Source: an optimization exercise on an open RTL-to-GDS flow (aim: small area and a short achievable clock period). Production flows keep margins and buffers that such runs may drop.
In this exercise RTL edits were held to simulation tests only and were not proved equivalent to the original.

==> flow/design.v <==
module cordic_step2 (
  input  wire               vec,     
  input  wire signed [39:0] x_in,
  input  wire signed [39:0] y_in,
  input  wire        [39:0] z_in,
  input  wire               dpa_x,   
  input  wire               dpa_y_n, 
  input  wire               dpa_zm,  
  input  wire signed [39:0] xs,      
  input  wire signed [39:0] ys,      
  input  wire signed [39:0] xss,     
  input  wire signed [39:0] yss,     
  input  wire        [39:0] a_a,     
  input  wire        [39:0] a_b,     
  output wire signed [39:0] x_out,
  output wire signed [39:0] y_out,
  output wire        [39:0] z_out
);
  wire dpa_z = dpa_zm ^ ~vec;
  wire [39:0] z1 = z_in + (a_a ^ {40{dpa_z}}) + {39'd0, dpa_z};
  wire [39:0] y1p = y_in + xs;         
  wire [39:0] y1m = y_in - xs;         
  wire [39:0] z1p = z_in - a_a;        
  wire [39:0] z1m = z_in + a_a;        
  wire s1p = vec ? y1p[39] : ~z1p[39];
  wire s1m = vec ? y1m[39] : ~z1m[39];
  wire dpb_x = dpa_x ? s1p : s1m;
  wire dpb_y = dpa_y_n ? s1m : s1p;
  wire dpb_z = dpa_z ? s1p : s1m;
  assign z_out = z1 + (a_b ^ {40{dpb_z}}) + {39'd0, dpb_z};
  wire e_x = ~(dpa_x ^ dpb_x);        
  wire e_y = dpa_y_n ^ dpb_y;         
  wire [39:0] xs1 = {xs[39], xs[39:1]};
  wire [39:0] ys1 = {ys[39], ys[39:1]};
  wire [39:0] xt1 = ys ^ {40{dpa_x}};
  wire [39:0] xt2 = ys1 ^ {40{dpb_x}};
  wire [39:0] xt3 = xss ^ {40{e_x}};
  wire [39:0] xp1 = x_in ^ xt1 ^ xt2;
  wire [39:0] xg1 = {(x_in[38:0] & xt1[38:0]) | (x_in[38:0] & xt2[38:0]) | (xt1[38:0] & xt2[38:0]), dpa_x};
  wire [39:0] xp2 = xp1 ^ xg1 ^ xt3;
  wire [39:0] xg2 = {(xp1[38:0] & xg1[38:0]) | (xp1[38:0] & xt3[38:0]) | (xg1[38:0] & xt3[38:0]), dpb_x};
  assign x_out = xp2 + xg2 + {39'd0, e_x};
  wire [39:0] yt1 = xs ^ {40{dpa_y_n}};
  wire [39:0] yt2 = xs1 ^ {40{~dpb_y}};
  wire [39:0] yt3 = yss ^ {40{e_y}};
  wire [39:0] yp1 = y_in ^ yt1 ^ yt2;
  wire [39:0] yg1 = {(y_in[38:0] & yt1[38:0]) | (y_in[38:0] & yt2[38:0]) | (yt1[38:0] & yt2[38:0]), dpa_y_n};
  wire [39:0] yp2 = yp1 ^ yg1 ^ yt3;
  wire [39:0] yg2 = {(yp1[38:0] & yg1[38:0]) | (yp1[38:0] & yt3[38:0]) | (yg1[38:0] & yt3[38:0]), ~dpb_y};
  assign y_out = yp2 + yg2 + {39'd0, e_y};
endmodule
module cordic_atan (
  input  wire [4:0]  k,
  output reg  [39:0] a
);
  always @* begin
    case (k)
      5'd0: a = 40'd137438953472;
      5'd1: a = 40'd81134951838;
      5'd2: a = 40'd42869480287;
      5'd3: a = 40'd21761217566;
      5'd4: a = 40'd10922836750;
      5'd5: a = 40'd5466743129;
      5'd6: a = 40'd2734038620;
      5'd7: a = 40'd1367102738;
      5'd8: a = 40'd683561799;
      5'd9: a = 40'd341782203;
      5'd10: a = 40'd170891265;
      5'd11: a = 40'd85445653;
      5'd12: a = 40'd42722829;
      5'd13: a = 40'd21361415;
      5'd14: a = 40'd10680707;
      5'd15: a = 40'd5340354;
      5'd16: a = 40'd2670177;
      5'd17: a = 40'd1335088;
      5'd18: a = 40'd667544;
      5'd19: a = 40'd333772;
      5'd20: a = 40'd166886;
      5'd21: a = 40'd83443;
      5'd22: a = 40'd41722;
      5'd23: a = 40'd20861;
      5'd24: a = 40'd10430;
      5'd25: a = 40'd5215;
      5'd26: a = 40'd2608;
      5'd27: a = 40'd1304;
      5'd28: a = 40'd652;
      5'd29: a = 40'd326;
      5'd30: a = 40'd163;
      5'd31: a = 40'd81;
      default: a = 40'd0;
    endcase
  end
endmodule
module cordic_gain (
  input  wire [39:0] t,
  output wire [32:0] r
);
  wire w1 = t[2] ^ t[4];
  wire w2 = t[2] & t[4];
  wire w3 = t[3] ^ t[5] ^ ~t[8];
  wire w4 = (t[3] & t[5]) | (t[3] & ~t[8]) | (t[5] & ~t[8]);
  wire w5 = t[4] ^ t[6];
  wire w6 = t[4] & t[6];
  wire w7 = t[5] ^ t[7];
  wire w8 = t[5] & t[7];
  wire w9 = t[6] ^ t[8];
  wire w10 = t[6] & t[8];
  wire w11 = t[1] ^ t[3] ^ ~t[6];
  wire w12 = (t[1] & t[3]) | (t[1] & ~t[6]) | (t[3] & ~t[6]);
  wire w13 = ~t[9] ^ ~t[12] ^ t[14];
  wire w14 = (~t[9] & ~t[12]) | (~t[9] & t[14]) | (~t[12] & t[14]);
  wire w15 = ~t[7] ^ ~t[10] ^ ~t[13];
  wire w16 = (~t[7] & ~t[10]) | (~t[7] & ~t[13]) | (~t[10] & ~t[13]);
  wire w17 = t[15] ^ t[17] ^ ~t[21];
  wire w18 = (t[15] & t[17]) | (t[15] & ~t[21]) | (t[17] & ~t[21]);
  wire w19 = ~t[24] ^ ~t[26] ^ t[28];
  wire w20 = (~t[24] & ~t[26]) | (~t[24] & t[28]) | (~t[26] & t[28]);
  wire w21 = ~t[11] ^ ~t[14] ^ t[16];
  wire w22 = (~t[11] & ~t[14]) | (~t[11] & t[16]) | (~t[14] & t[16]);
  wire w23 = t[18] ^ ~t[22] ^ ~t[25];
  wire w24 = (t[18] & ~t[22]) | (t[18] & ~t[25]) | (~t[22] & ~t[25]);
  wire w25 = ~t[27] ^ t[29] ^ t[31];
  wire w26 = (~t[27] & t[29]) | (~t[27] & t[31]) | (t[29] & t[31]);
  wire w27 = t[36] ^ 1'b1;
  wire w28 = t[36] & 1'b1;
  wire w29 = ~t[9] ^ ~t[12] ^ ~t[15];
  wire w30 = (~t[9] & ~t[12]) | (~t[9] & ~t[15]) | (~t[12] & ~t[15]);
  wire w31 = t[17] ^ t[19] ^ ~t[23];
  wire w32 = (t[17] & t[19]) | (t[17] & ~t[23]) | (t[19] & ~t[23]);
  wire w33 = ~t[26] ^ ~t[28] ^ t[30];
  wire w34 = (~t[26] & ~t[28]) | (~t[26] & t[30]) | (~t[28] & t[30]);
  wire w35 = t[32] ^ t[37] ^ w4;
  wire w36 = (t[32] & t[37]) | (t[32] & w4) | (t[37] & w4);
  wire w37 = ~t[10] ^ ~t[13] ^ ~t[16];
  wire w38 = (~t[10] & ~t[13]) | (~t[10] & ~t[16]) | (~t[13] & ~t[16]);
  wire w39 = t[18] ^ t[20] ^ ~t[24];
  wire w40 = (t[18] & t[20]) | (t[18] & ~t[24]) | (t[20] & ~t[24]);
  wire w41 = ~t[27] ^ ~t[29] ^ t[31];
  wire w42 = (~t[27] & ~t[29]) | (~t[27] & t[31]) | (~t[29] & t[31]);
  wire w43 = t[33] ^ t[38] ^ w6;
  wire w44 = (t[33] & t[38]) | (t[33] & w6) | (t[38] & w6);
  wire w45 = ~t[11] ^ ~t[14] ^ ~t[17];
  wire w46 = (~t[11] & ~t[14]) | (~t[11] & ~t[17]) | (~t[14] & ~t[17]);
  wire w47 = t[19] ^ t[21] ^ ~t[25];
  wire w48 = (t[19] & t[21]) | (t[19] & ~t[25]) | (t[21] & ~t[25]);
  wire w49 = ~t[28] ^ ~t[30] ^ t[32];
  wire w50 = (~t[28] & ~t[30]) | (~t[28] & t[32]) | (~t[30] & t[32]);
  wire w51 = t[34] ^ ~t[39] ^ w8;
  wire w52 = (t[34] & ~t[39]) | (t[34] & w8) | (~t[39] & w8);
  wire w53 = t[7] ^ t[9] ^ ~t[12];
  wire w54 = (t[7] & t[9]) | (t[7] & ~t[12]) | (t[9] & ~t[12]);
  wire w55 = ~t[15] ^ ~t[18] ^ t[20];
  wire w56 = (~t[15] & ~t[18]) | (~t[15] & t[20]) | (~t[18] & t[20]);
  wire w57 = t[22] ^ ~t[26] ^ ~t[29];
  wire w58 = (t[22] & ~t[26]) | (t[22] & ~t[29]) | (~t[26] & ~t[29]);
  wire w59 = ~t[31] ^ t[33] ^ t[35];
  wire w60 = (~t[31] & t[33]) | (~t[31] & t[35]) | (t[33] & t[35]);
  wire w61 = t[8] ^ t[10] ^ ~t[13];
  wire w62 = (t[8] & t[10]) | (t[8] & ~t[13]) | (t[10] & ~t[13]);
  wire w63 = ~t[16] ^ ~t[19] ^ t[21];
  wire w64 = (~t[16] & ~t[19]) | (~t[16] & t[21]) | (~t[19] & t[21]);
  wire w65 = t[23] ^ ~t[27] ^ ~t[30];
  wire w66 = (t[23] & ~t[27]) | (t[23] & ~t[30]) | (~t[27] & ~t[30]);
  wire w67 = ~t[32] ^ t[34];
  wire w68 = ~t[32] & t[34];
  wire w69 = t[9] ^ t[11] ^ ~t[14];
  wire w70 = (t[9] & t[11]) | (t[9] & ~t[14]) | (t[11] & ~t[14]);
  wire w71 = ~t[17] ^ ~t[20] ^ t[22];
  wire w72 = (~t[17] & ~t[20]) | (~t[17] & t[22]) | (~t[20] & t[22]);
  wire w73 = t[24] ^ ~t[28] ^ ~t[31];
  wire w74 = (t[24] & ~t[28]) | (t[24] & ~t[31]) | (~t[28] & ~t[31]);
  wire w75 = ~t[33] ^ t[35];
  wire w76 = ~t[33] & t[35];
  wire w77 = t[10] ^ t[12] ^ ~t[15];
  wire w78 = (t[10] & t[12]) | (t[10] & ~t[15]) | (t[12] & ~t[15]);
  wire w79 = ~t[18] ^ ~t[21] ^ t[23];
  wire w80 = (~t[18] & ~t[21]) | (~t[18] & t[23]) | (~t[21] & t[23]);
  wire w81 = t[25] ^ ~t[29] ^ ~t[32];
  wire w82 = (t[25] & ~t[29]) | (t[25] & ~t[32]) | (~t[29] & ~t[32]);
  wire w83 = ~t[34] ^ t[36];
  wire w84 = ~t[34] & t[36];
  wire w85 = t[11] ^ t[13] ^ ~t[16];
  wire w86 = (t[11] & t[13]) | (t[11] & ~t[16]) | (t[13] & ~t[16]);
  wire w87 = ~t[19] ^ ~t[22] ^ t[24];
  wire w88 = (~t[19] & ~t[22]) | (~t[19] & t[24]) | (~t[22] & t[24]);
  wire w89 = t[26] ^ ~t[30] ^ ~t[33];
  wire w90 = (t[26] & ~t[30]) | (t[26] & ~t[33]) | (~t[30] & ~t[33]);
  wire w91 = ~t[35] ^ t[37] ^ ~t[39];
  wire w92 = (~t[35] & t[37]) | (~t[35] & ~t[39]) | (t[37] & ~t[39]);
  wire w93 = t[12] ^ t[14] ^ ~t[17];
  wire w94 = (t[12] & t[14]) | (t[12] & ~t[17]) | (t[14] & ~t[17]);
  wire w95 = ~t[20] ^ ~t[23] ^ t[25];
  wire w96 = (~t[20] & ~t[23]) | (~t[20] & t[25]) | (~t[23] & t[25]);
  wire w97 = t[27] ^ ~t[31] ^ ~t[34];
  wire w98 = (t[27] & ~t[31]) | (t[27] & ~t[34]) | (~t[31] & ~t[34]);
  wire w99 = ~t[36] ^ t[38];
  wire w100 = ~t[36] & t[38];
  wire w101 = t[13] ^ t[15] ^ ~t[18];
  wire w102 = (t[13] & t[15]) | (t[13] & ~t[18]) | (t[15] & ~t[18]);
  wire w103 = ~t[21] ^ ~t[24] ^ t[26];
  wire w104 = (~t[21] & ~t[24]) | (~t[21] & t[26]) | (~t[24] & t[26]);
  wire w105 = t[28] ^ ~t[32] ^ ~t[35];
  wire w106 = (t[28] & ~t[32]) | (t[28] & ~t[35]) | (~t[32] & ~t[35]);
  wire w107 = t[14] ^ t[16] ^ ~t[19];
  wire w108 = (t[14] & t[16]) | (t[14] & ~t[19]) | (t[16] & ~t[19]);
  wire w109 = ~t[22] ^ ~t[25] ^ t[27];
  wire w110 = (~t[22] & ~t[25]) | (~t[22] & t[27]) | (~t[25] & t[27]);
  wire w111 = t[29] ^ ~t[33];
  wire w112 = t[29] & ~t[33];
  wire w113 = t[15] ^ t[17] ^ ~t[20];
  wire w114 = (t[15] & t[17]) | (t[15] & ~t[20]) | (t[17] & ~t[20]);
  wire w115 = ~t[23] ^ ~t[26] ^ t[28];
  wire w116 = (~t[23] & ~t[26]) | (~t[23] & t[28]) | (~t[26] & t[28]);
  wire w117 = t[16] ^ t[18] ^ ~t[21];
  wire w118 = (t[16] & t[18]) | (t[16] & ~t[21]) | (t[18] & ~t[21]);
  wire w119 = ~t[24] ^ ~t[27];
  wire w120 = ~t[24] & ~t[27];
  wire w121 = t[17] ^ t[19] ^ ~t[22];
  wire w122 = (t[17] & t[19]) | (t[17] & ~t[22]) | (t[19] & ~t[22]);
  wire w123 = t[18] ^ t[20];
  wire w124 = t[18] & t[20];
  wire w125 = t[19] ^ t[21];
  wire w126 = t[19] & t[21];
  wire w127 = t[16] ^ ~t[20] ^ ~t[23];
  wire w128 = (t[16] & ~t[20]) | (t[16] & ~t[23]) | (~t[20] & ~t[23]);
  wire w129 = ~t[25] ^ t[27];
  wire w130 = ~t[25] & t[27];
  wire w131 = t[30] ^ t[35] ^ 1'b1;
  wire w132 = (t[30] & t[35]) | (t[30] & 1'b1) | (t[35] & 1'b1);
  wire w133 = w1 ^ w12 ^ w14;
  wire w134 = (w1 & w12) | (w1 & w14) | (w12 & w14);
  wire w135 = w15 ^ w17;
  wire w136 = w15 & w17;
  wire w137 = w2 ^ w3 ^ w16;
  wire w138 = (w2 & w3) | (w2 & w16) | (w3 & w16);
  wire w139 = w18 ^ w20 ^ w21;
  wire w140 = (w18 & w20) | (w18 & w21) | (w20 & w21);
  wire w141 = w23 ^ w25 ^ w27;
  wire w142 = (w23 & w25) | (w23 & w27) | (w25 & w27);
  wire w143 = w5 ^ w22 ^ w24;
  wire w144 = (w5 & w22) | (w5 & w24) | (w22 & w24);
  wire w145 = w26 ^ w28 ^ w29;
  wire w146 = (w26 & w28) | (w26 & w29) | (w28 & w29);
  wire w147 = w31 ^ w33 ^ w35;
  wire w148 = (w31 & w33) | (w31 & w35) | (w33 & w35);
  wire w149 = w7 ^ w30 ^ w32;
  wire w150 = (w7 & w30) | (w7 & w32) | (w30 & w32);
  wire w151 = w34 ^ w36 ^ w37;
  wire w152 = (w34 & w36) | (w34 & w37) | (w36 & w37);
  wire w153 = w39 ^ w41 ^ w43;
  wire w154 = (w39 & w41) | (w39 & w43) | (w41 & w43);
  wire w155 = w9 ^ w38 ^ w40;
  wire w156 = (w9 & w38) | (w9 & w40) | (w38 & w40);
  wire w157 = w42 ^ w44 ^ w45;
  wire w158 = (w42 & w44) | (w42 & w45) | (w44 & w45);
  wire w159 = w47 ^ w49 ^ w51;
  wire w160 = (w47 & w49) | (w47 & w51) | (w49 & w51);
  wire w161 = w10 ^ w46 ^ w48;
  wire w162 = (w10 & w46) | (w10 & w48) | (w46 & w48);
  wire w163 = w50 ^ w52 ^ w53;
  wire w164 = (w50 & w52) | (w50 & w53) | (w52 & w53);
  wire w165 = w55 ^ w57 ^ w59;
  wire w166 = (w55 & w57) | (w55 & w59) | (w57 & w59);
  wire w167 = t[36] ^ w54 ^ w56;
  wire w168 = (t[36] & w54) | (t[36] & w56) | (w54 & w56);
  wire w169 = w58 ^ w60 ^ w61;
  wire w170 = (w58 & w60) | (w58 & w61) | (w60 & w61);
  wire w171 = w63 ^ w65 ^ w67;
  wire w172 = (w63 & w65) | (w63 & w67) | (w65 & w67);
  wire w173 = t[37] ^ w62 ^ w64;
  wire w174 = (t[37] & w62) | (t[37] & w64) | (w62 & w64);
  wire w175 = w66 ^ w68 ^ w69;
  wire w176 = (w66 & w68) | (w66 & w69) | (w68 & w69);
  wire w177 = w71 ^ w73 ^ w75;
  wire w178 = (w71 & w73) | (w71 & w75) | (w73 & w75);
  wire w179 = t[38] ^ w70 ^ w72;
  wire w180 = (t[38] & w70) | (t[38] & w72) | (w70 & w72);
  wire w181 = w74 ^ w76 ^ w77;
  wire w182 = (w74 & w76) | (w74 & w77) | (w76 & w77);
  wire w183 = w79 ^ w81 ^ w83;
  wire w184 = (w79 & w81) | (w79 & w83) | (w81 & w83);
  wire w185 = 1'b1 ^ w78 ^ w80;
  wire w186 = (1'b1 & w78) | (1'b1 & w80) | (w78 & w80);
  wire w187 = w82 ^ w84 ^ w85;
  wire w188 = (w82 & w84) | (w82 & w85) | (w84 & w85);
  wire w189 = w87 ^ w89 ^ w91;
  wire w190 = (w87 & w89) | (w87 & w91) | (w89 & w91);
  wire w191 = 1'b1 ^ w86 ^ w88;
  wire w192 = (1'b1 & w86) | (1'b1 & w88) | (w86 & w88);
  wire w193 = w90 ^ w92 ^ w93;
  wire w194 = (w90 & w92) | (w90 & w93) | (w92 & w93);
  wire w195 = w95 ^ w97 ^ w99;
  wire w196 = (w95 & w97) | (w95 & w99) | (w97 & w99);
  wire w197 = ~t[37] ^ ~t[39] ^ w94;
  wire w198 = (~t[37] & ~t[39]) | (~t[37] & w94) | (~t[39] & w94);
  wire w199 = w96 ^ w98 ^ w100;
  wire w200 = (w96 & w98) | (w96 & w100) | (w98 & w100);
  wire w201 = w101 ^ w103 ^ w105;
  wire w202 = (w101 & w103) | (w101 & w105) | (w103 & w105);
  wire w203 = ~t[36] ^ ~t[38] ^ 1'b1;
  wire w204 = (~t[36] & ~t[38]) | (~t[36] & 1'b1) | (~t[38] & 1'b1);
  wire w205 = w102 ^ w104 ^ w106;
  wire w206 = (w102 & w104) | (w102 & w106) | (w104 & w106);
  wire w207 = w107 ^ w109 ^ w111;
  wire w208 = (w107 & w109) | (w107 & w111) | (w109 & w111);
  wire w209 = t[30] ^ ~t[34] ^ ~t[37];
  wire w210 = (t[30] & ~t[34]) | (t[30] & ~t[37]) | (~t[34] & ~t[37]);
  wire w211 = t[39] ^ w108 ^ w110;
  wire w212 = (t[39] & w108) | (t[39] & w110) | (w108 & w110);
  wire w213 = w112 ^ w113 ^ w115;
  wire w214 = (w112 & w113) | (w112 & w115) | (w113 & w115);
  wire w215 = t[29] ^ t[31] ^ ~t[35];
  wire w216 = (t[29] & t[31]) | (t[29] & ~t[35]) | (t[31] & ~t[35]);
  wire w217 = ~t[38] ^ 1'b1 ^ w114;
  wire w218 = (~t[38] & 1'b1) | (~t[38] & w114) | (1'b1 & w114);
  wire w219 = w116 ^ w117 ^ w119;
  wire w220 = (w116 & w117) | (w116 & w119) | (w117 & w119);
  wire w221 = ~t[25] ^ ~t[28] ^ t[30];
  wire w222 = (~t[25] & ~t[28]) | (~t[25] & t[30]) | (~t[28] & t[30]);
  wire w223 = t[32] ^ ~t[36] ^ t[39];
  wire w224 = (t[32] & ~t[36]) | (t[32] & t[39]) | (~t[36] & t[39]);
  wire w225 = w118 ^ w120 ^ w121;
  wire w226 = (w118 & w120) | (w118 & w121) | (w120 & w121);
  wire w227 = ~t[23] ^ ~t[26] ^ ~t[29];
  wire w228 = (~t[23] & ~t[26]) | (~t[23] & ~t[29]) | (~t[26] & ~t[29]);
  wire w229 = t[31] ^ t[33] ^ ~t[37];
  wire w230 = (t[31] & t[33]) | (t[31] & ~t[37]) | (t[33] & ~t[37]);
  wire w231 = 1'b1 ^ w122 ^ w123;
  wire w232 = (1'b1 & w122) | (1'b1 & w123) | (w122 & w123);
  wire w233 = ~t[24] ^ ~t[27] ^ ~t[30];
  wire w234 = (~t[24] & ~t[27]) | (~t[24] & ~t[30]) | (~t[27] & ~t[30]);
  wire w235 = t[32] ^ t[34] ^ ~t[38];
  wire w236 = (t[32] & t[34]) | (t[32] & ~t[38]) | (t[34] & ~t[38]);
  wire w237 = 1'b1 ^ w124 ^ w125;
  wire w238 = (1'b1 & w124) | (1'b1 & w125) | (w124 & w125);
  wire w239 = t[20] ^ t[22] ^ ~t[25];
  wire w240 = (t[20] & t[22]) | (t[20] & ~t[25]) | (t[22] & ~t[25]);
  wire w241 = ~t[28] ^ ~t[31] ^ t[33];
  wire w242 = (~t[28] & ~t[31]) | (~t[28] & t[33]) | (~t[31] & t[33]);
  wire w243 = t[35] ^ t[39] ^ w126;
  wire w244 = (t[35] & t[39]) | (t[35] & w126) | (t[39] & w126);
  wire w245 = t[21] ^ t[23] ^ ~t[26];
  wire w246 = (t[21] & t[23]) | (t[21] & ~t[26]) | (t[23] & ~t[26]);
  wire w247 = ~t[29] ^ ~t[32] ^ t[34];
  wire w248 = (~t[29] & ~t[32]) | (~t[29] & t[34]) | (~t[32] & t[34]);
  wire w249 = t[36] ^ 1'b1;
  wire w250 = t[36] & 1'b1;
  wire w251 = t[22] ^ t[24] ^ ~t[27];
  wire w252 = (t[22] & t[24]) | (t[22] & ~t[27]) | (t[24] & ~t[27]);
  wire w253 = ~t[30] ^ ~t[33] ^ t[35];
  wire w254 = (~t[30] & ~t[33]) | (~t[30] & t[35]) | (~t[33] & t[35]);
  wire w255 = t[37] ^ 1'b1;
  wire w256 = t[37] & 1'b1;
  wire w257 = t[23] ^ t[25] ^ ~t[28];
  wire w258 = (t[23] & t[25]) | (t[23] & ~t[28]) | (t[25] & ~t[28]);
  wire w259 = ~t[31] ^ ~t[34] ^ t[36];
  wire w260 = (~t[31] & ~t[34]) | (~t[31] & t[36]) | (~t[34] & t[36]);
  wire w261 = t[38] ^ 1'b1;
  wire w262 = t[38] & 1'b1;
  wire w263 = t[24] ^ t[26] ^ ~t[29];
  wire w264 = (t[24] & t[26]) | (t[24] & ~t[29]) | (t[26] & ~t[29]);
  wire w265 = ~t[32] ^ ~t[35] ^ t[37];
  wire w266 = (~t[32] & ~t[35]) | (~t[32] & t[37]) | (~t[35] & t[37]);
  wire w267 = t[25] ^ t[27] ^ ~t[30];
  wire w268 = (t[25] & t[27]) | (t[25] & ~t[30]) | (t[27] & ~t[30]);
  wire w269 = ~t[33] ^ ~t[36];
  wire w270 = ~t[33] & ~t[36];
  wire w271 = t[26] ^ t[28] ^ ~t[31];
  wire w272 = (t[26] & t[28]) | (t[26] & ~t[31]) | (t[28] & ~t[31]);
  wire w273 = t[27] ^ t[29];
  wire w274 = t[27] & t[29];
  wire w275 = t[29] ^ t[34] ^ w11;
  wire w276 = (t[29] & t[34]) | (t[29] & w11) | (t[34] & w11);
  wire w277 = w19 ^ w128 ^ w130;
  wire w278 = (w19 & w128) | (w19 & w130) | (w128 & w130);
  wire w279 = w131 ^ w133;
  wire w280 = w131 & w133;
  wire w281 = w132 ^ w134 ^ w136;
  wire w282 = (w132 & w134) | (w132 & w136) | (w134 & w136);
  wire w283 = w137 ^ w139 ^ w141;
  wire w284 = (w137 & w139) | (w137 & w141) | (w139 & w141);
  wire w285 = w138 ^ w140 ^ w142;
  wire w286 = (w138 & w140) | (w138 & w142) | (w140 & w142);
  wire w287 = w143 ^ w145 ^ w147;
  wire w288 = (w143 & w145) | (w143 & w147) | (w145 & w147);
  wire w289 = w144 ^ w146 ^ w148;
  wire w290 = (w144 & w146) | (w144 & w148) | (w146 & w148);
  wire w291 = w149 ^ w151 ^ w153;
  wire w292 = (w149 & w151) | (w149 & w153) | (w151 & w153);
  wire w293 = w150 ^ w152 ^ w154;
  wire w294 = (w150 & w152) | (w150 & w154) | (w152 & w154);
  wire w295 = w155 ^ w157 ^ w159;
  wire w296 = (w155 & w157) | (w155 & w159) | (w157 & w159);
  wire w297 = w156 ^ w158 ^ w160;
  wire w298 = (w156 & w158) | (w156 & w160) | (w158 & w160);
  wire w299 = w161 ^ w163 ^ w165;
  wire w300 = (w161 & w163) | (w161 & w165) | (w163 & w165);
  wire w301 = w162 ^ w164 ^ w166;
  wire w302 = (w162 & w164) | (w162 & w166) | (w164 & w166);
  wire w303 = w167 ^ w169 ^ w171;
  wire w304 = (w167 & w169) | (w167 & w171) | (w169 & w171);
  wire w305 = w168 ^ w170 ^ w172;
  wire w306 = (w168 & w170) | (w168 & w172) | (w170 & w172);
  wire w307 = w173 ^ w175 ^ w177;
  wire w308 = (w173 & w175) | (w173 & w177) | (w175 & w177);
  wire w309 = w174 ^ w176 ^ w178;
  wire w310 = (w174 & w176) | (w174 & w178) | (w176 & w178);
  wire w311 = w179 ^ w181 ^ w183;
  wire w312 = (w179 & w181) | (w179 & w183) | (w181 & w183);
  wire w313 = w180 ^ w182 ^ w184;
  wire w314 = (w180 & w182) | (w180 & w184) | (w182 & w184);
  wire w315 = w185 ^ w187 ^ w189;
  wire w316 = (w185 & w187) | (w185 & w189) | (w187 & w189);
  wire w317 = w186 ^ w188 ^ w190;
  wire w318 = (w186 & w188) | (w186 & w190) | (w188 & w190);
  wire w319 = w191 ^ w193 ^ w195;
  wire w320 = (w191 & w193) | (w191 & w195) | (w193 & w195);
  wire w321 = w192 ^ w194 ^ w196;
  wire w322 = (w192 & w194) | (w192 & w196) | (w194 & w196);
  wire w323 = w197 ^ w199 ^ w201;
  wire w324 = (w197 & w199) | (w197 & w201) | (w199 & w201);
  wire w325 = w198 ^ w200 ^ w202;
  wire w326 = (w198 & w200) | (w198 & w202) | (w200 & w202);
  wire w327 = w203 ^ w205 ^ w207;
  wire w328 = (w203 & w205) | (w203 & w207) | (w205 & w207);
  wire w329 = w204 ^ w206 ^ w208;
  wire w330 = (w204 & w206) | (w204 & w208) | (w206 & w208);
  wire w331 = w209 ^ w211 ^ w213;
  wire w332 = (w209 & w211) | (w209 & w213) | (w211 & w213);
  wire w333 = w210 ^ w212 ^ w214;
  wire w334 = (w210 & w212) | (w210 & w214) | (w212 & w214);
  wire w335 = w215 ^ w217 ^ w219;
  wire w336 = (w215 & w217) | (w215 & w219) | (w217 & w219);
  wire w337 = w216 ^ w218 ^ w220;
  wire w338 = (w216 & w218) | (w216 & w220) | (w218 & w220);
  wire w339 = w221 ^ w223 ^ w225;
  wire w340 = (w221 & w223) | (w221 & w225) | (w223 & w225);
  wire w341 = w222 ^ w224 ^ w226;
  wire w342 = (w222 & w224) | (w222 & w226) | (w224 & w226);
  wire w343 = w227 ^ w229 ^ w231;
  wire w344 = (w227 & w229) | (w227 & w231) | (w229 & w231);
  wire w345 = w228 ^ w230 ^ w232;
  wire w346 = (w228 & w230) | (w228 & w232) | (w230 & w232);
  wire w347 = w233 ^ w235 ^ w237;
  wire w348 = (w233 & w235) | (w233 & w237) | (w235 & w237);
  wire w349 = w234 ^ w236 ^ w238;
  wire w350 = (w234 & w236) | (w234 & w238) | (w236 & w238);
  wire w351 = w239 ^ w241 ^ w243;
  wire w352 = (w239 & w241) | (w239 & w243) | (w241 & w243);
  wire w353 = w240 ^ w242 ^ w244;
  wire w354 = (w240 & w242) | (w240 & w244) | (w242 & w244);
  wire w355 = w245 ^ w247 ^ w249;
  wire w356 = (w245 & w247) | (w245 & w249) | (w247 & w249);
  wire w357 = w246 ^ w248 ^ w250;
  wire w358 = (w246 & w248) | (w246 & w250) | (w248 & w250);
  wire w359 = w251 ^ w253 ^ w255;
  wire w360 = (w251 & w253) | (w251 & w255) | (w253 & w255);
  wire w361 = w252 ^ w254 ^ w256;
  wire w362 = (w252 & w254) | (w252 & w256) | (w254 & w256);
  wire w363 = w257 ^ w259 ^ w261;
  wire w364 = (w257 & w259) | (w257 & w261) | (w259 & w261);
  wire w365 = ~t[39] ^ w258 ^ w260;
  wire w366 = (~t[39] & w258) | (~t[39] & w260) | (w258 & w260);
  wire w367 = w262 ^ w263 ^ w265;
  wire w368 = (w262 & w263) | (w262 & w265) | (w263 & w265);
  wire w369 = t[38] ^ 1'b1 ^ w264;
  wire w370 = (t[38] & 1'b1) | (t[38] & w264) | (1'b1 & w264);
  wire w371 = w266 ^ w267 ^ w269;
  wire w372 = (w266 & w267) | (w266 & w269) | (w267 & w269);
  wire w373 = ~t[34] ^ ~t[37] ^ ~t[39];
  wire w374 = (~t[34] & ~t[37]) | (~t[34] & ~t[39]) | (~t[37] & ~t[39]);
  wire w375 = w268 ^ w270 ^ w271;
  wire w376 = (w268 & w270) | (w268 & w271) | (w270 & w271);
  wire w377 = ~t[32] ^ ~t[35] ^ ~t[38];
  wire w378 = (~t[32] & ~t[35]) | (~t[32] & ~t[38]) | (~t[35] & ~t[38]);
  wire w379 = 1'b1 ^ w272 ^ w273;
  wire w380 = (1'b1 & w272) | (1'b1 & w273) | (w272 & w273);
  wire w381 = t[28] ^ t[30] ^ ~t[33];
  wire w382 = (t[28] & t[30]) | (t[28] & ~t[33]) | (t[30] & ~t[33]);
  wire w383 = ~t[36] ^ t[39] ^ w274;
  wire w384 = (~t[36] & t[39]) | (~t[36] & w274) | (t[39] & w274);
  wire w385 = t[29] ^ t[31] ^ ~t[34];
  wire w386 = (t[29] & t[31]) | (t[29] & ~t[34]) | (t[31] & ~t[34]);
  wire w387 = ~t[37] ^ 1'b1;
  wire w388 = ~t[37] & 1'b1;
  wire w389 = t[30] ^ t[32] ^ ~t[35];
  wire w390 = (t[30] & t[32]) | (t[30] & ~t[35]) | (t[32] & ~t[35]);
  wire w391 = ~t[38] ^ 1'b1;
  wire w392 = ~t[38] & 1'b1;
  wire w393 = t[31] ^ t[33] ^ ~t[36];
  wire w394 = (t[31] & t[33]) | (t[31] & ~t[36]) | (t[33] & ~t[36]);
  wire w395 = t[32] ^ t[34];
  wire w396 = t[32] & t[34];
  wire w397 = t[33] ^ t[35];
  wire w398 = t[33] & t[35];
  wire w399 = w13 ^ w127;
  wire w400 = w13 & w127;
  wire w401 = w135 ^ w276 ^ w277;
  wire w402 = (w135 & w276) | (w135 & w277) | (w276 & w277);
  wire w403 = w278 ^ w280 ^ w281;
  wire w404 = (w278 & w280) | (w278 & w281) | (w280 & w281);
  wire w405 = w282 ^ w284 ^ w285;
  wire w406 = (w282 & w284) | (w282 & w285) | (w284 & w285);
  wire w407 = w286 ^ w288 ^ w289;
  wire w408 = (w286 & w288) | (w286 & w289) | (w288 & w289);
  wire w409 = w290 ^ w292 ^ w293;
  wire w410 = (w290 & w292) | (w290 & w293) | (w292 & w293);
  wire w411 = w294 ^ w296 ^ w297;
  wire w412 = (w294 & w296) | (w294 & w297) | (w296 & w297);
  wire w413 = w298 ^ w300 ^ w301;
  wire w414 = (w298 & w300) | (w298 & w301) | (w300 & w301);
  wire w415 = w302 ^ w304 ^ w305;
  wire w416 = (w302 & w304) | (w302 & w305) | (w304 & w305);
  wire w417 = w306 ^ w308 ^ w309;
  wire w418 = (w306 & w308) | (w306 & w309) | (w308 & w309);
  wire w419 = w310 ^ w312 ^ w313;
  wire w420 = (w310 & w312) | (w310 & w313) | (w312 & w313);
  wire w421 = w314 ^ w316 ^ w317;
  wire w422 = (w314 & w316) | (w314 & w317) | (w316 & w317);
  wire w423 = w318 ^ w320 ^ w321;
  wire w424 = (w318 & w320) | (w318 & w321) | (w320 & w321);
  wire w425 = w322 ^ w324 ^ w325;
  wire w426 = (w322 & w324) | (w322 & w325) | (w324 & w325);
  wire w427 = w326 ^ w328 ^ w329;
  wire w428 = (w326 & w328) | (w326 & w329) | (w328 & w329);
  wire w429 = w330 ^ w332 ^ w333;
  wire w430 = (w330 & w332) | (w330 & w333) | (w332 & w333);
  wire w431 = w334 ^ w336 ^ w337;
  wire w432 = (w334 & w336) | (w334 & w337) | (w336 & w337);
  wire w433 = w338 ^ w340 ^ w341;
  wire w434 = (w338 & w340) | (w338 & w341) | (w340 & w341);
  wire w435 = w342 ^ w344 ^ w345;
  wire w436 = (w342 & w344) | (w342 & w345) | (w344 & w345);
  wire w437 = w346 ^ w348 ^ w349;
  wire w438 = (w346 & w348) | (w346 & w349) | (w348 & w349);
  wire w439 = w350 ^ w352 ^ w353;
  wire w440 = (w350 & w352) | (w350 & w353) | (w352 & w353);
  wire w441 = w354 ^ w356 ^ w357;
  wire w442 = (w354 & w356) | (w354 & w357) | (w356 & w357);
  wire w443 = w358 ^ w360 ^ w361;
  wire w444 = (w358 & w360) | (w358 & w361) | (w360 & w361);
  wire w445 = w362 ^ w364 ^ w365;
  wire w446 = (w362 & w364) | (w362 & w365) | (w364 & w365);
  wire w447 = w366 ^ w368 ^ w369;
  wire w448 = (w366 & w368) | (w366 & w369) | (w368 & w369);
  wire w449 = w370 ^ w372 ^ w373;
  wire w450 = (w370 & w372) | (w370 & w373) | (w372 & w373);
  wire w451 = w374 ^ w376 ^ w377;
  wire w452 = (w374 & w376) | (w374 & w377) | (w376 & w377);
  wire w453 = w378 ^ w380 ^ w381;
  wire w454 = (w378 & w380) | (w378 & w381) | (w380 & w381);
  wire w455 = w382 ^ w384 ^ w385;
  wire w456 = (w382 & w384) | (w382 & w385) | (w384 & w385);
  wire w457 = w386 ^ w388 ^ w389;
  wire w458 = (w386 & w388) | (w386 & w389) | (w388 & w389);
  wire w459 = t[39] ^ w390 ^ w392;
  wire w460 = (t[39] & w390) | (t[39] & w392) | (w390 & w392);
  wire w461 = ~t[37] ^ 1'b1 ^ w394;
  wire w462 = (~t[37] & 1'b1) | (~t[37] & w394) | (1'b1 & w394);
  wire w463 = ~t[38] ^ 1'b1 ^ w396;
  wire w464 = (~t[38] & 1'b1) | (~t[38] & w396) | (1'b1 & w396);
  wire w465 = t[34] ^ t[36] ^ t[39];
  wire w466 = (t[34] & t[36]) | (t[34] & t[39]) | (t[36] & t[39]);
  wire w467 = t[35] ^ t[37];
  wire w468 = t[35] & t[37];
  wire w469 = t[36] ^ t[38];
  wire w470 = t[36] & t[38];
  wire w471 = w129 ^ w275;
  wire w472 = w129 & w275;
  wire w473 = w279 ^ w400 ^ w401;
  wire w474 = (w279 & w400) | (w279 & w401) | (w400 & w401);
  wire w475 = w283 ^ w402 ^ w403;
  wire w476 = (w283 & w402) | (w283 & w403) | (w402 & w403);
  wire w477 = w287 ^ w404 ^ w405;
  wire w478 = (w287 & w404) | (w287 & w405) | (w404 & w405);
  wire w479 = w291 ^ w406 ^ w407;
  wire w480 = (w291 & w406) | (w291 & w407) | (w406 & w407);
  wire w481 = w295 ^ w408 ^ w409;
  wire w482 = (w295 & w408) | (w295 & w409) | (w408 & w409);
  wire w483 = w299 ^ w410 ^ w411;
  wire w484 = (w299 & w410) | (w299 & w411) | (w410 & w411);
  wire w485 = w303 ^ w412 ^ w413;
  wire w486 = (w303 & w412) | (w303 & w413) | (w412 & w413);
  wire w487 = w307 ^ w414 ^ w415;
  wire w488 = (w307 & w414) | (w307 & w415) | (w414 & w415);
  wire w489 = w311 ^ w416 ^ w417;
  wire w490 = (w311 & w416) | (w311 & w417) | (w416 & w417);
  wire w491 = w315 ^ w418 ^ w419;
  wire w492 = (w315 & w418) | (w315 & w419) | (w418 & w419);
  wire w493 = w319 ^ w420 ^ w421;
  wire w494 = (w319 & w420) | (w319 & w421) | (w420 & w421);
  wire w495 = w323 ^ w422 ^ w423;
  wire w496 = (w323 & w422) | (w323 & w423) | (w422 & w423);
  wire w497 = w327 ^ w424 ^ w425;
  wire w498 = (w327 & w424) | (w327 & w425) | (w424 & w425);
  wire w499 = w331 ^ w426 ^ w427;
  wire w500 = (w331 & w426) | (w331 & w427) | (w426 & w427);
  wire w501 = w335 ^ w428 ^ w429;
  wire w502 = (w335 & w428) | (w335 & w429) | (w428 & w429);
  wire w503 = w339 ^ w430 ^ w431;
  wire w504 = (w339 & w430) | (w339 & w431) | (w430 & w431);
  wire w505 = w343 ^ w432 ^ w433;
  wire w506 = (w343 & w432) | (w343 & w433) | (w432 & w433);
  wire w507 = w347 ^ w434 ^ w435;
  wire w508 = (w347 & w434) | (w347 & w435) | (w434 & w435);
  wire w509 = w351 ^ w436 ^ w437;
  wire w510 = (w351 & w436) | (w351 & w437) | (w436 & w437);
  wire w511 = w355 ^ w438 ^ w439;
  wire w512 = (w355 & w438) | (w355 & w439) | (w438 & w439);
  wire w513 = w359 ^ w440 ^ w441;
  wire w514 = (w359 & w440) | (w359 & w441) | (w440 & w441);
  wire w515 = w363 ^ w442 ^ w443;
  wire w516 = (w363 & w442) | (w363 & w443) | (w442 & w443);
  wire w517 = w367 ^ w444 ^ w445;
  wire w518 = (w367 & w444) | (w367 & w445) | (w444 & w445);
  wire w519 = w371 ^ w446 ^ w447;
  wire w520 = (w371 & w446) | (w371 & w447) | (w446 & w447);
  wire w521 = w375 ^ w448 ^ w449;
  wire w522 = (w375 & w448) | (w375 & w449) | (w448 & w449);
  wire w523 = w379 ^ w450 ^ w451;
  wire w524 = (w379 & w450) | (w379 & w451) | (w450 & w451);
  wire w525 = w383 ^ w452 ^ w453;
  wire w526 = (w383 & w452) | (w383 & w453) | (w452 & w453);
  wire w527 = w387 ^ w454 ^ w455;
  wire w528 = (w387 & w454) | (w387 & w455) | (w454 & w455);
  wire w529 = w391 ^ w456 ^ w457;
  wire w530 = (w391 & w456) | (w391 & w457) | (w456 & w457);
  wire w531 = w393 ^ w458 ^ w459;
  wire w532 = (w393 & w458) | (w393 & w459) | (w458 & w459);
  wire w533 = w395 ^ w460 ^ w461;
  wire w534 = (w395 & w460) | (w395 & w461) | (w460 & w461);
  wire w535 = w397 ^ w462 ^ w463;
  wire w536 = (w397 & w462) | (w397 & w463) | (w462 & w463);
  wire w537 = w398 ^ w464 ^ w465;
  wire w538 = (w398 & w464) | (w398 & w465) | (w464 & w465);
  wire w539 = 1'b1 ^ w466 ^ w467;
  wire w540 = (1'b1 & w466) | (1'b1 & w467) | (w466 & w467);
  wire w541 = 1'b1 ^ w468 ^ w469;
  wire w542 = (1'b1 & w468) | (1'b1 & w469) | (w468 & w469);
  wire w543 = t[37] ^ ~t[39] ^ w470;
  wire w544 = (t[37] & ~t[39]) | (t[37] & w470) | (~t[39] & w470);
  wire w545 = t[38] ^ 1'b1;
  wire w546 = t[38] & 1'b1;
  wire [38:0] ra = {~t[39], w544, w542, w540, w538, w536, w534, w532, w530, w528, w526, w524, w522, w520, w518, w516, w514, w512, w510, w508, w506, w504, w502, w500, w498, w496, w494, w492, w490, w488, w486, w484, w482, w480, w478, w476, w474, w472, w399};
  wire [38:0] rb = {w546, w545, w543, w541, w539, w537, w535, w533, w531, w529, w527, w525, w523, w521, w519, w517, w515, w513, w511, w509, w507, w505, w503, w501, w499, w497, w495, w493, w491, w489, w487, w485, w483, w481, w479, w477, w475, w473, w471};
  wire [38:0] s = ra + rb;
  assign r = s[38:6];
endmodule
module cordic_unit (
  input  wire        clk,
  input  wire        rst,        
  input  wire        start,      
  input  wire        vec,        
  input  wire [31:0] x_in,       
  input  wire [31:0] y_in,       
  input  wire [31:0] theta_in,   
  output reg         busy,
  output wire [63:0] r0,
  output wire [63:0] r1
);
  function [39:0] rev40(input [39:0] v);
    integer k;
    for (k = 0; k < 40; k = k + 1) rev40[k] = v[39 - k];
  endfunction
  reg signed [39:0] x, y;
  reg        [39:0] z;
  reg        [4:0]  cnt;      
  reg        [3:0]  c;        
  reg        [4:0]  sxa;      
  reg        [4:0]  sya_n;    
  reg        [3:0]  cxb;      
  reg        [3:0]  cyb_n;    
  reg        [4:0]  shift;    
  reg               mode;     
  reg               flip;     
  reg               flip_y_n; 
  reg               dpa_x;    
  reg               dpa_y_n;  
  reg               dpa_zm;   
  reg               x39a, x39b_n, y39a, y39b_n;   
  reg               zero;     
  reg               p_cnt;    
  reg               p_nrm;    
  reg               p_fin;    
  assign r0 = {{31{x[39]}}, x[39:7]};
  assign r1 = {{31{y[39]}}, y[39:7]};
  wire [39:0] xw = {{2{x_in[31]}}, x_in, 6'd0};
  wire [39:0] yw = {{2{y_in[31]}}, y_in, 6'd0};
  wire        fl = theta_in[31] ^ theta_in[30];
  wire [39:0] xo = rev40(x);
  wire [39:0] yo = rev40(y);
  wire [31:0] xr = xo[37:6];
  wire [31:0] yr = yo[37:6];
  wire [31:0] u  = {((xr[30:0] ^ {31{xr[31]}}) | (yr[30:0] ^ {31{yr[31]}})), 1'b1};
  wire        s4 = ~|u[31:16];
  wire [15:0] v4 = s4 ? u[15:0] : u[31:16];
  wire        s3 = ~|v4[15:8];
  wire [7:0]  v3 = s3 ? v4[7:0] : v4[15:8];
  wire        s2 = ~|v3[7:4];
  wire [3:0]  v2 = s2 ? v3[3:0] : v3[7:4];
  wire        s1 = ~|v2[3:2];
  wire [1:0]  v1 = s1 ? v2[1:0] : v2[3:2];
  wire        s0 = ~v1[1];
  wire [4:0]  sh = {s4, s3, s2, s1, s0};
  wire [39:0] a_a, a_b;
  cordic_atan t_a (.k({c, 1'b0}), .a(a_a));
  cordic_atan t_b (.k({c, 1'b1}), .a(a_b));
  wire signed [39:0] xs_a = $signed({x39a, x[38:0]}) >>> sxa;
  wire signed [39:0] ys_a = $signed({y39a, y[38:0]}) >>> (~sya_n);
  wire signed [39:0] xss  = $signed({~x39b_n, x[38:0]}) >>> {cxb, 2'b01};
  wire signed [39:0] yss  = $signed({~y39b_n, y[38:0]}) >>> {~cyb_n, 2'b01};
  wire signed [39:0] x2, y2;
  wire        [39:0] z2;
  cordic_step2 s_ab (.vec(mode), .x_in(x), .y_in(y), .z_in(z), .dpa_x(dpa_x), .dpa_y_n(dpa_y_n), .dpa_zm(dpa_zm),
                     .xs(xs_a), .ys(ys_a), .xss(xss), .yss(yss), .a_a(a_a), .a_b(a_b),
                     .x_out(x2), .y_out(y2), .z_out(z2));
  wire [39:0] xn  = rev40(xs_a);
  wire [39:0] yn  = rev40(ys_a);
  wire        neg = xn[39];
  wire signed [32:0] gx, gy;
  cordic_gain g_x (.t(xs_a ^ {40{flip}}), .r(gx));
  cordic_gain g_y (.t(y ^ {40{~flip_y_n}}), .r(gy));
  wire [32:0] res1 = mode ? (zero ? 33'd0 : {1'b0, z[39:8]}) : gy;
  wire [3:0] c_nx = c + 4'd1;
  wire [39:0] x_d = rst ? 40'd0 :
                    !busy ? (start ? (vec ? rev40(xw) : xw) : x) :
                    p_fin ? {gx, 7'd0} :
                    p_nrm ? (xn ^ {40{neg}}) :
                    p_cnt ? x : x2;
  wire [39:0] y_d = rst ? 40'd0 :
                    !busy ? (start ? (vec ? rev40(yw) : yw) : y) :
                    p_fin ? {res1, 7'd0} :
                    p_nrm ? (yn ^ {40{neg}}) :
                    p_cnt ? y : y2;
  always @(posedge clk) begin
    x      <= x_d;
    y      <= y_d;
    x39a   <= x_d[39];
    x39b_n <= ~x_d[39];
    y39a   <= y_d[39];
    y39b_n <= ~y_d[39];
  end
  always @(posedge clk) begin
    if (rst) begin
      busy  <= 1'b0;
      p_cnt <= 1'b0;
      p_nrm <= 1'b0;
      p_fin <= 1'b0;
    end else if (!busy) begin
      if (start) begin
        busy  <= 1'b1;
        p_cnt <= vec;
      end
    end else begin
      p_cnt <= 1'b0;
      p_nrm <= p_cnt;
      p_fin <= (cnt == 5'd15);
      if (p_fin) busy <= 1'b0;
    end
  end
  always @(posedge clk) begin
    if (!busy) begin
      cnt   <= 5'd0;
      c     <= 4'd0;
      sxa   <= 5'd0;
      sya_n <= 5'h1f;
      cxb   <= 4'd0;
      cyb_n <= 4'hf;
      mode  <= vec;
      flip  <= ~vec & fl;
      flip_y_n <= ~(~vec & fl);
      dpa_x    <= ~theta_in[30];
      dpa_y_n  <= theta_in[30];
      dpa_zm   <= ~theta_in[30] ^ ~vec;
      z     <= {theta_in[31] ^ fl, theta_in[30:0], 8'd0};
    end else begin
      cnt <= cnt + 5'd1;
      dpa_x   <=  (p_nrm ? (yn[39] ^ neg) : (mode ? y2[39] : ~z2[39]));
      dpa_y_n <= ~(p_nrm ? (yn[39] ^ neg) : (mode ? y2[39] : ~z2[39]));
      dpa_zm  <=  (p_nrm ? (yn[39] ^ neg) : (mode ? y2[39] : ~z2[39])) ^ ~mode;
      if (p_cnt) begin
        shift <= sh;
        zero  <= (x == 40'd0) && (y == 40'd0);
        sxa   <= sh;
        sya_n <= ~sh;
      end else if (p_nrm) begin
        z     <= {neg, 39'd0};
        sxa   <= 5'd0;
        sya_n <= 5'h1f;
      end else begin
        z     <= z2;
        c     <= c_nx;
        cxb   <= c_nx;
        cyb_n <= ~c_nx;
        if (cnt == 5'd15) begin
          sxa   <= mode ? shift : 5'd0;
          sya_n <= 5'h1f;
        end else begin
          sxa   <= {c_nx, 1'b0};
          sya_n <= ~{c_nx, 1'b0};
        end
      end
    end
  end
endmodule
==> flow/run.sh <==
#!/bin/bash
# synth_recipe.tcl (not shown) runs the flow's synth.tcl, then flattens the netlist and writes it again
# the make line also repeats each setting of config.mk as NAME=value (left out here)
make -C /OpenROAD-flow-scripts/flow DESIGN_CONFIG=/design/flow/config.mk WORK_HOME=/design/flow/orfs CLKGATE_MAP_FILE= SYNTH_SCRIPT=/design/flow/synth_recipe.tcl finish
==> flow/config.mk <==
export PLATFORM = sky130hd
export DESIGN_NAME = cordic_unit
export DESIGN_NICKNAME = cordic_unit
export VERILOG_FILES = /design/flow/design.v
export SDC_FILE = /design/flow/constraint.sdc
export NUM_CORES = 4
export LEC_CHECK = 0
export ABC_AREA = 1
export CAP_MARGIN = 20
export CORE_MARGIN = 2
export CORE_UTILIZATION = 55
export SLEW_MARGIN = 20
==> flow/constraint.sdc <==
create_clock -name core_clock -period 32.0 [get_ports {clk}]
set_input_delay 6.4000 -clock core_clock [delete_from_list [all_inputs] [get_ports {clk}]]
set_output_delay 6.4000 -clock core_clock [all_outputs]
set_load 0.01 [all_outputs]
==> summary.txt <==
area by class of cell:
cell class                      instances  area [um^2]  share of cell area
Inverter                             1307         4920             0.08406
Tap cell                             1287         1610             0.02751
Multi-Input combinational cell       5792        42480              0.7258
Clock buffer                           35        799.5             0.01366
Timing Repair Buffer                  419         3714             0.06345
Antenna cell                           13        32.53           0.0005558
Clock inverter                         19        202.7            0.003463
Sequential cell                       217         4767             0.08145
path summary, 6_finish.rpt:
kind                              from  endpoint  slack (ns)  cells past startpoint
worst max-delay path            sxa[1]     x[16]       21.12                     47
worst min-delay path            cnt[0]    cnt[0]        0.45                      1
worst max register to register  sxa[1]     x[16]       21.12                     47
worst min register to register  cnt[0]    cnt[0]        0.45                      1
layer usage:
layer	wire length (um)	GRT usage
met4	20240	0.3019
met2	100100	0.6858
met5	239	0
met3	42890	0.1996
met1	97490	0.6637
state kept, by name, indices dropped and copies added, names as in the netlist, 4 cells and up:
name and count:
x 40, y 40, s_ab.a_a 29, cyb_n 4
shift 5, s_ab.a_b 27, sxa 5, cnt 5
cxb 4, sya_n 5, z 40
metrics by stage:
stage	hold slack, ns	cell area [um^2]	setup WS [ns]
6_report	0.4545	58530	21.12
5_1_grt	0.4686	58490	20.69
4_1_cts	0.4534	58450	21.62
3_5_place_dp	0.4385	57450	21.67
3_3_place_gp	0.4340	57440	21.68
2_1_floorplan	0.4179	54370	23.83
cell usage in the layout, fill, tap and decap left out, types with 47 or more instances in the layout:
master           synthesis  layout
fa_1                   578     578
dfxtp_1                176     166
xor2_1                 437     436
a21oi_1                623     622
clkdlybuf4s50_1          0     226
inv_1                 1276    1274
a31oi_1                 78      78
o21ai_0                811     792
nor2_1                 572     567
o21ai_1                 38      47
buf_4                  131     190
nand2_1               1272    1270
xnor2_1                172     170
o211ai_1                47      47
mux2i_1                 86      86
nand3_1                250     250
ha_1                   418     418
worst register-to-register path, delay by kind of cell (launching register included):
kind                     cells  cell delay [ns]
AO/OA/AOI/OAI               15             2.63
adder cells (fa/ha/maj)      4             1.43
multiplexers                 2             0.53
flip-flops                   1             0.99
AND/OR/NAND/NOR             18             3.27
buffers and inverters        7             1.72
XOR/XNOR                     1             0.18
logic make-up (layout without fill, tap and decap cells):
logic type,Yosys count,in the layout
other cells,0,13
fa+ha+maj,996,996
compound gates,1807,1807
flops,217,217
xor+xnor,610,610
simple gates,2293,2293
buf+inv,1762,1780
mux,86,86
==> impl_metrics.csv <==
group,metric,value,unit
timing,setup_violations,0,
place,dp_cells,9019,
synth,synth.area.mux_share,0.01583,
die,io_pins,229,
detailed_routing,drt_first_pass_iters,8,
layout,drive_gt1_frac,0.04789,
clock_tree,clkTransAtPathRegs,0.06,ns
timing,report.final.slew_viol_count,0,
clock_tree,cts-buffers-inserted,29,
timing,hold_viol_final,0,
detailed_routing,vias,57217,
worst_setup_path,crit_path_end_kind,"flip-flop",
timing,grt_setup_unrepaired,"no",
synth,syn_area,54370,um^2
clock_tree,clk-insertion-delay-late,0.65,ns
flow_run,cap_violations,0,
die,die_area,101400,um^2
synth,synth_edf_count,41,
detailed_routing,drcViolationCount,0,
clock_tree,cts_root_buf,"clkbuf_16",
worst_setup_path,crit_buf_inv,7,
global_routing,grt_pass1_vias,53373,
worst_setup_path,critical_path_class,"reg2reg",
timing,max-slew-margin-rel,0.08710,
synth,synth-simple-area-share,0.1733,
synth,synth_cell_types,77,
worst_setup_path,startpoint_type,"flip-flop",
clock_tree,h-tree-depth,1,
global_routing,grt_max_degree,79,
synth,yosys_warnings,2,
worst_hold_path,min_path_type,"reg2reg",
layout,area_delta_synth_final,7.642,%
detailed_routing,first_iter_violations,9192,
worst_setup_path,critPathMaxStageDelay,0.99,ns
detailed_routing,avgViaCountPerCell,6.295,
worst_setup_path,critical_path_required,32.51,ns
global_routing,groute.usage.overall,0.5028,
detailed_routing,avgRoutedWirePerCell,28.72,um
worst_setup_path,cpMaxStageDelayCell,"dfxtp_1",
worst_setup_path,crit_arrival,11.39,ns
clock_tree,numClockSinks,217,
worst_setup_path,timing.critical_path.max_delay_family,"simple AND/OR/NAND/NOR gates",
die,row_count,115,
die,start_util,0.5541,
synth,ys_async_sr_fraction,0,
synth,ys_top_cells_by_area,"fa_1, ha_1, inv_1, nand2_1, o21ai_0",
synth,synthTopCellsByCount,"inv_1, nand2_1, o21ai_0",
synth,ys_seq_elements,217,
synth,synth_top_area_frac,0.2128,
clock_tree,cts_tree,"built",
synth,synthFlopType,"dfxtp_1",
synth,yosysMostFrequentCell,"inv_1",
outcome,outcome,"finished clean",
place,gp_congestion,1.129,
die,dieWidth,318.4,um
global_routing,grt_pass1_wl,370400,um
place,dp_hpwl,209600,um
synth,synth_cells,7771,
synth,syn-mean-instance-area,6.997,um^2
clock_tree,cts_buffer_depth,3,
synth,synth_xor_area_frac,0.09851,
timing,finalSetupTns,0,ns
timing,max_freq,0.09189,GHz
synth,synth_top_family_by_area,"adder cells",
die,die_y,318.4,um
layout,layout.cells.non_filler,9089,
worst_setup_path,worst_path_most_repeated_cell,"a21oi_1",
clock_tree,cts_hold_repair.buffers,0,
global_routing,grt-ovfl-total,0,
layout,utilization,0.5964,
die,coreArea,98130,um^2
synth,synth_area_leader_cell,"fa_1",
worst_setup_path,crit_fanout,39,
synth,synthAdderAreaFrac,0.3090,
timing,period_needed,10.88,ns
place,port-buffer-count,228,
clock_tree,cts_setup_buffers,0,
layout,fin_nets,8862,
synth,syn_nets,8867,
synth,synth_compound_area_frac,0.1823,
timing,skew,0.04879,ns
detailed_routing,wirelength,261000,um
timing,worst_slew_pin_slew,1.360,ns
clock_tree,cts_resized,0,
timing,fin_crit_sh,0.3401,
global_routing,antenna_found_initial,10,
layout,fillers,9396,
synth,synth_sequential_area_ratio,0.08744,
detailed_routing,final_antenna_net_count,0,

## re-timing with driven ports
In the flow no input, the clock included, has a driving cell. The finished layout below was timed again as built, in two steps.
Step 1 assumes that a clkbuf_16 drives the clock port and a buf_2 every other input.
Step 2, shift: input delay + t, output delay - t, t = (earliest + latest rising clock arrival at the registers) / 2. This alone moves slack from input paths to output paths.
Slacks: no drivers / after step 1 / after step 2; pairs: no drivers / after step 1.
shift t [ns]: 0.699
setup WS [ns]: 21.117 / 21.117 / 21.117
hold WS [ns]: 0.455 / 0.455 / 0.455
worst slew at a driven data input, ns: 0.05
cell pins on the clock port's net: 1
After both steps setup and hold are still met in this run. The setup slack of this run moves by 0.000 ns with the drivers and by 0.000 ns with both steps.
